This is an optimization exercise on Yosys and OpenROAD, whose aim is small area and a short achievable clock period, not a production implementation. Power and IR drop assume default switching activity.

## run 1
Design pst_rx, start of the top module:
module pst_rx (
    input  wire        clk,
    input  wire        rst,            
    input  wire        in_valid,       
    input  wire [65:0] in_data,        
    input  wire        inv_auto,       
    input  wire        restart,        
    input  wire        lockloss_clr,   
    output wire        blk_valid,
    output wire        blk_ctrl,
    output wire [63:0] blk_data,
    output wire        locked,
    output wire        rx_inv,
    output wire        inv_event,
    output wire [31:0] blkerr,
    output wire [15:0] lockloss,
    output wire        fr_sof,
    output wire        fr_valid,
    output wire [63:0] fr_data,
    output wire        fr_end,
    output wire        fr_good,
    output wire [15:0] frame_ok,
    output wire [15:0] frame_err
);
For scale: roughly 290 I/O pins, ~27000 um2 of cells after synthesis.
Settings: LEC_CHECK=0, CAP_MARGIN=20, CORE_MARGIN=2, CORE_UTILIZATION=40, CTS_BUF_LIST=sky130_fd_sc_hd__clkbuf_4 sky130_fd_sc_hd__clkbuf_8, PLACE_DENSITY=0.6, SLEW_MARGIN=20; clock period 13.0 ns.
standard.sh (not shown) runs the stock make flow with config.mk's settings and CLKGATE_MAP_FILE= SYNTH_SCRIPT=/design/flow/synth_recipe.tcl, a recipe that flattens the netlist after the stock synthesis.
==> flow/flow/run.sh <==
#!/bin/bash
# The standard ORFS layout (standard.sh, the standard flow's SDC and config), with:
# - synthesis by flow/lean_synth.tcl: the standard flow's synthesis script with an
#   area-oriented ABC mapping script (flow/lean.abc); same flip-flops/names;
set -euo pipefail
W=$(pwd)
export LEAN_ABC_SCRIPT="$W/flow/lean.abc"
mapfile -t ARGS < <(grep -v '^#' flow/make_args.txt | sed '/^$/d')
bash standard.sh "SYNTH_SCRIPT=$W/flow/lean_synth.tcl" "${ARGS[@]}" finish > standard_flow.log 2>&1
==> flow/flow/lean.abc <==
strash
dch
map -a
topo
stime -c
==> flow/flow/lean_synth.tcl <==
# The standard flow's synthesis script (synth_recipe.tcl) with one change: ABC maps the
# logic with flow/lean.abc (area-oriented mapping, no buffering or upsizing)
# instead of ORFS's speed script; the layout's timing repair sizes the gates.
# Flip-flops, yosys synth -nofsm -noshare, flattening and renaming as the standard flow's.
proc synth {args} { yosys synth -nofsm -noshare {*}$args }
proc abc {args} {
  set i [lsearch -exact $args -script]
  if {$i >= 0} { set args [lreplace $args [expr {$i+1}] [expr {$i+1}] $::env(LEAN_ABC_SCRIPT)] }
  yosys abc {*}$args
}
source $::env(SCRIPTS_DIR)/synth.tcl
# left out here: clear keep_hierarchy, flatten, clean up, hide names made inside functions, write 1_2_yosys.v
==> flow/flow/make_args.txt <==
SETUP_SLACK_MARGIN=8.3
TNS_END_PERCENT=0
BUFFER_PORTS_ARGS=-buffer_cell sky130_fd_sc_hd__buf_1
Run 1 completed every stage of the flow, and the final layout passed the timing, design-rule and antenna checks.
#### Input delta (run 2 over run 1)
# run 1
export LEC_CHECK = 0
export CAP_MARGIN = 20
export CORE_MARGIN = 2
export CORE_UTILIZATION = 40
export CTS_BUF_LIST = sky130_fd_sc_hd__clkbuf_4 sky130_fd_sc_hd__clkbuf_8
export PLACE_DENSITY = 0.6
export SLEW_MARGIN = 20
create_clock -name core_clock -period 13.0 [get_ports {clk}]
# run 2
export LEC_CHECK = 0
export CAP_MARGIN = 20
export CORE_MARGIN = 2
export CORE_UTILIZATION = 40
export PLACE_DENSITY = 0.6
export SLEW_MARGIN = 20
create_clock -name core_clock -period 13.0 [get_ports {clk}]
==> flow/flow/run.sh <==
#!/bin/bash
set -euo pipefail
mapfile -t ARGS < <(grep -v '^#' flow/make_args.txt | sed '/^$/d')
bash standard.sh "${ARGS[@]}" finish > standard_flow.log 2>&1
removed: flow/flow/lean.abc
removed: flow/flow/lean_synth.tcl
[summary]
Looking at area share of and/or/nand/nor cells after synthesis across run 2 and run 1, the one that comes out lower is run 2. When run 2 is set beside run 1, its normalized max-slew margin turns out to be 8.8 points smaller. Compare run 2 and run 1 | wire length on met1 higher: run 2. Power shrinks by a little under 10% when moving from run 1 to run 2. Of the two values seen for worst-path cell with the longest stage delay, sky130_fd_sc_hd__dfxtp_1 was produced by run 1 and sky130_fd_sc_hd__a22oi_1 by run 2. Leading cell type in the layout, fill and taps excluded: sky130_fd_sc_hd__nand2_1 -> run 1, sky130_fd_sc_hd__xnor2_1 -> run 2. Run 1 → run 2: growth of design area from synthesis to finish went down 1.8 points; end-of-flow core utilization now smaller. Run 2 vs run 1: count of multi-input combinational gates up by a few percent. Worst setup margin improves in run 2 relative to run 1.
Here is what was changed in the inputs of run 3 compared with run 2.
==> flow/flow/run.sh <==
#!/bin/bash
# The standard ORFS layout (standard.sh, the standard flow's SDC and config), with:
# - synthesis by flow/lean_synth.tcl: the standard flow's synthesis script with an
#   area-oriented ABC mapping script (flow/lean.abc); same flip-flops/names;
set -euo pipefail
W=$(pwd)
export LEAN_ABC_SCRIPT="$W/flow/lean.abc"
mapfile -t ARGS < <(grep -v '^#' flow/make_args.txt | sed '/^$/d')
bash standard.sh "SYNTH_SCRIPT=$W/flow/lean_synth.tcl" "${ARGS[@]}" finish > standard_flow.log 2>&1
==> flow/flow/lean.abc (new file) <==
strash
dch
map -a
topo
stime -c
==> flow/flow/lean_synth.tcl (new file) <==
# The standard flow's synthesis script (synth_recipe.tcl) with one change: ABC maps the
# logic with flow/lean.abc (area-oriented mapping, no buffering or upsizing)
# instead of ORFS's speed script; the layout's timing repair sizes the gates.
# Flip-flops, yosys synth -nofsm -noshare, flattening and renaming as the standard flow's.
proc synth {args} { yosys synth -nofsm -noshare {*}$args }
proc abc {args} {
  set i [lsearch -exact $args -script]
  if {$i >= 0} { set args [lreplace $args [expr {$i+1}] [expr {$i+1}] $::env(LEAN_ABC_SCRIPT)] }
  yosys abc {*}$args
}
source $::env(SCRIPTS_DIR)/synth.tcl
# left out here: clear keep_hierarchy, flatten, clean up, hide names made inside functions, write 1_2_yosys.v
[summary]
- Of run 3 and run 2, it is run 3 that has the higher clock period minus final worst setup slack.
- Comparing run 2 against run 3, there is no change at all in final-report max-slew violation count.
- Routed wire length is higher on run 2
- Relative to run 2, the largest net degree at the start of global routing of run 3 is higher by 12.
- Run 3 did not stop at any stage, and its layout met the timing, design-rule and antenna checks.
- Comparing run 3 and run 2, the higher post-cts sizing count is on run 2.
- The post-route clock skew reported for run 3 is smaller than that of run 2 by 0.023 ns.
- The actual slew at the worst max-slew pin number comes out higher for run 2 vs run 3.
[inputs] run 4 vs run 3
==> flow/flow/run.sh <==
#!/bin/bash
set -euo pipefail
MARGIN=$(cat flow/margin.txt)
bash standard.sh SETUP_SLACK_MARGIN="$MARGIN" finish > standard_flow.log 2>&1
==> flow/flow/margin.txt (new file) <==
8
removed: flow/flow/lean.abc
removed: flow/flow/lean_synth.tcl
removed: flow/flow/make_args.txt
--- outcome ---
- Side by side, wire length after detailed routing turned out higher in run 4 than in run 3.
- Run 4 | status: complete | timing, DRC, antenna: pass
- Static power due to leakage deteriorates in run 4 relative to run 3.
- Of run 4 and run 3, it is run 4 that has the higher count of plain and timing-repair buffers in the layout.
#### Input delta (run 5 over run 4)
==> flow/flow/run.sh <==
#!/bin/bash
# The standard ORFS layout (standard.sh, the standard flow's SDC and config), with:
# - synthesis by flow/lean_synth.tcl: the standard flow's synthesis script with an
#   area-oriented ABC mapping script (flow/lean.abc); same flip-flops/names;
set -euo pipefail
W=$(pwd)
export LEAN_ABC_SCRIPT="$W/flow/lean.abc"
mapfile -t ARGS < <(grep -v '^#' flow/make_args.txt | sed '/^$/d')
bash standard.sh "SYNTH_SCRIPT=$W/flow/lean_synth.tcl" "${ARGS[@]}" finish > standard_flow.log 2>&1
==> flow/flow/lean.abc (new file) <==
&get -n
&st
&dch
&nf
&put
topo
stime -c
==> flow/flow/lean_synth.tcl (new file) <==
# The standard flow's synthesis script (synth_recipe.tcl) with one change: ABC maps the
# logic with flow/lean.abc (area-oriented mapping, no buffering or upsizing)
# instead of ORFS's speed script; the layout's timing repair sizes the gates.
# Flip-flops, yosys synth -nofsm -noshare, flattening and renaming as the standard flow's.
proc synth {args} { yosys synth -nofsm -noshare {*}$args }
proc abc {args} {
  set i [lsearch -exact $args -script]
  if {$i >= 0} { set args [lreplace $args [expr {$i+1}] [expr {$i+1}] $::env(LEAN_ABC_SCRIPT)] }
  yosys abc {*}$args
}
source $::env(SCRIPTS_DIR)/synth.tcl
# left out here: clear keep_hierarchy, flatten, clean up, hide names made inside functions, write 1_2_yosys.v
==> flow/flow/make_args.txt (new file) <==
SETUP_SLACK_MARGIN=8.3
TNS_END_PERCENT=0
BUFFER_PORTS_ARGS=-buffer_cell sky130_fd_sc_hd__buf_1
removed: flow/flow/margin.txt
Results
Compared with run 4, in run 5 aggregate global-route resource usage went down by 5.9 points; number of inserted filler cells in the final layout -976; post-cts repair resize count fell by about 80%; clock period minus worst slack went down 0.17 ns.
Run 5 does better than run 4 on total detailed-routing wirelength.
Going from run 4 to run 5, the combined buffer and inverter count along the critical path was found to have gone down by 2.
Post-placement setup slack on run 5 is ahead of run 4.
Run 5 has switching share of power above what run 4 had.
Function was not checked in any run of this note: the RTL went through the layout flow alone.

port drivers added, routing unchanged:
The flow's constraints put no driver on any port. The routed layouts listed below were extracted and timed again, unchanged, in two steps.
Step 1 sets driving cells, clkbuf_16 on the clock port and buf_2 on the other inputs (assumed; they add their load-dependent delay and slew).
Step 2 also shifts input and output timing later by t, the mid clock arrival at the registers, as if the neighbouring blocks saw the same clock.
Slacks: ideal ports / drivers / drivers and shift; pairs: ideal ports / drivers.
| run | t (ns) | setup WS [ns] | worst hold slack (ns) | worst setup path after step 2 |
|---|---|---|---|---|
| run 1 | 0.753 | 7.439 / 7.379 / 7.075 | 0.380 / 0.380 / 0.380 | input to register |
| run 2 | 0.716 | 7.521 / 7.559 / 6.858 | 0.375 / 0.375 / 0.375 | input to register |
| run 3 | 0.676 | 7.510 / 7.445 / 7.057 | 0.397 / 0.397 / 0.397 | input to register |
| run 4 | 0.712 | 7.676 / 7.606 / 7.192 | 0.378 / 0.378 / 0.378 | input to register |
| run 5 | 0.690 | 7.844 / 7.775 / 7.294 | 0.409 / 0.409 / 0.409 | input to register |
After both steps every run listed still meets setup and hold. For run 2, which loses most, drivers alone change the setup slack by +0.038 ns; drivers and shift together by -0.663 ns.
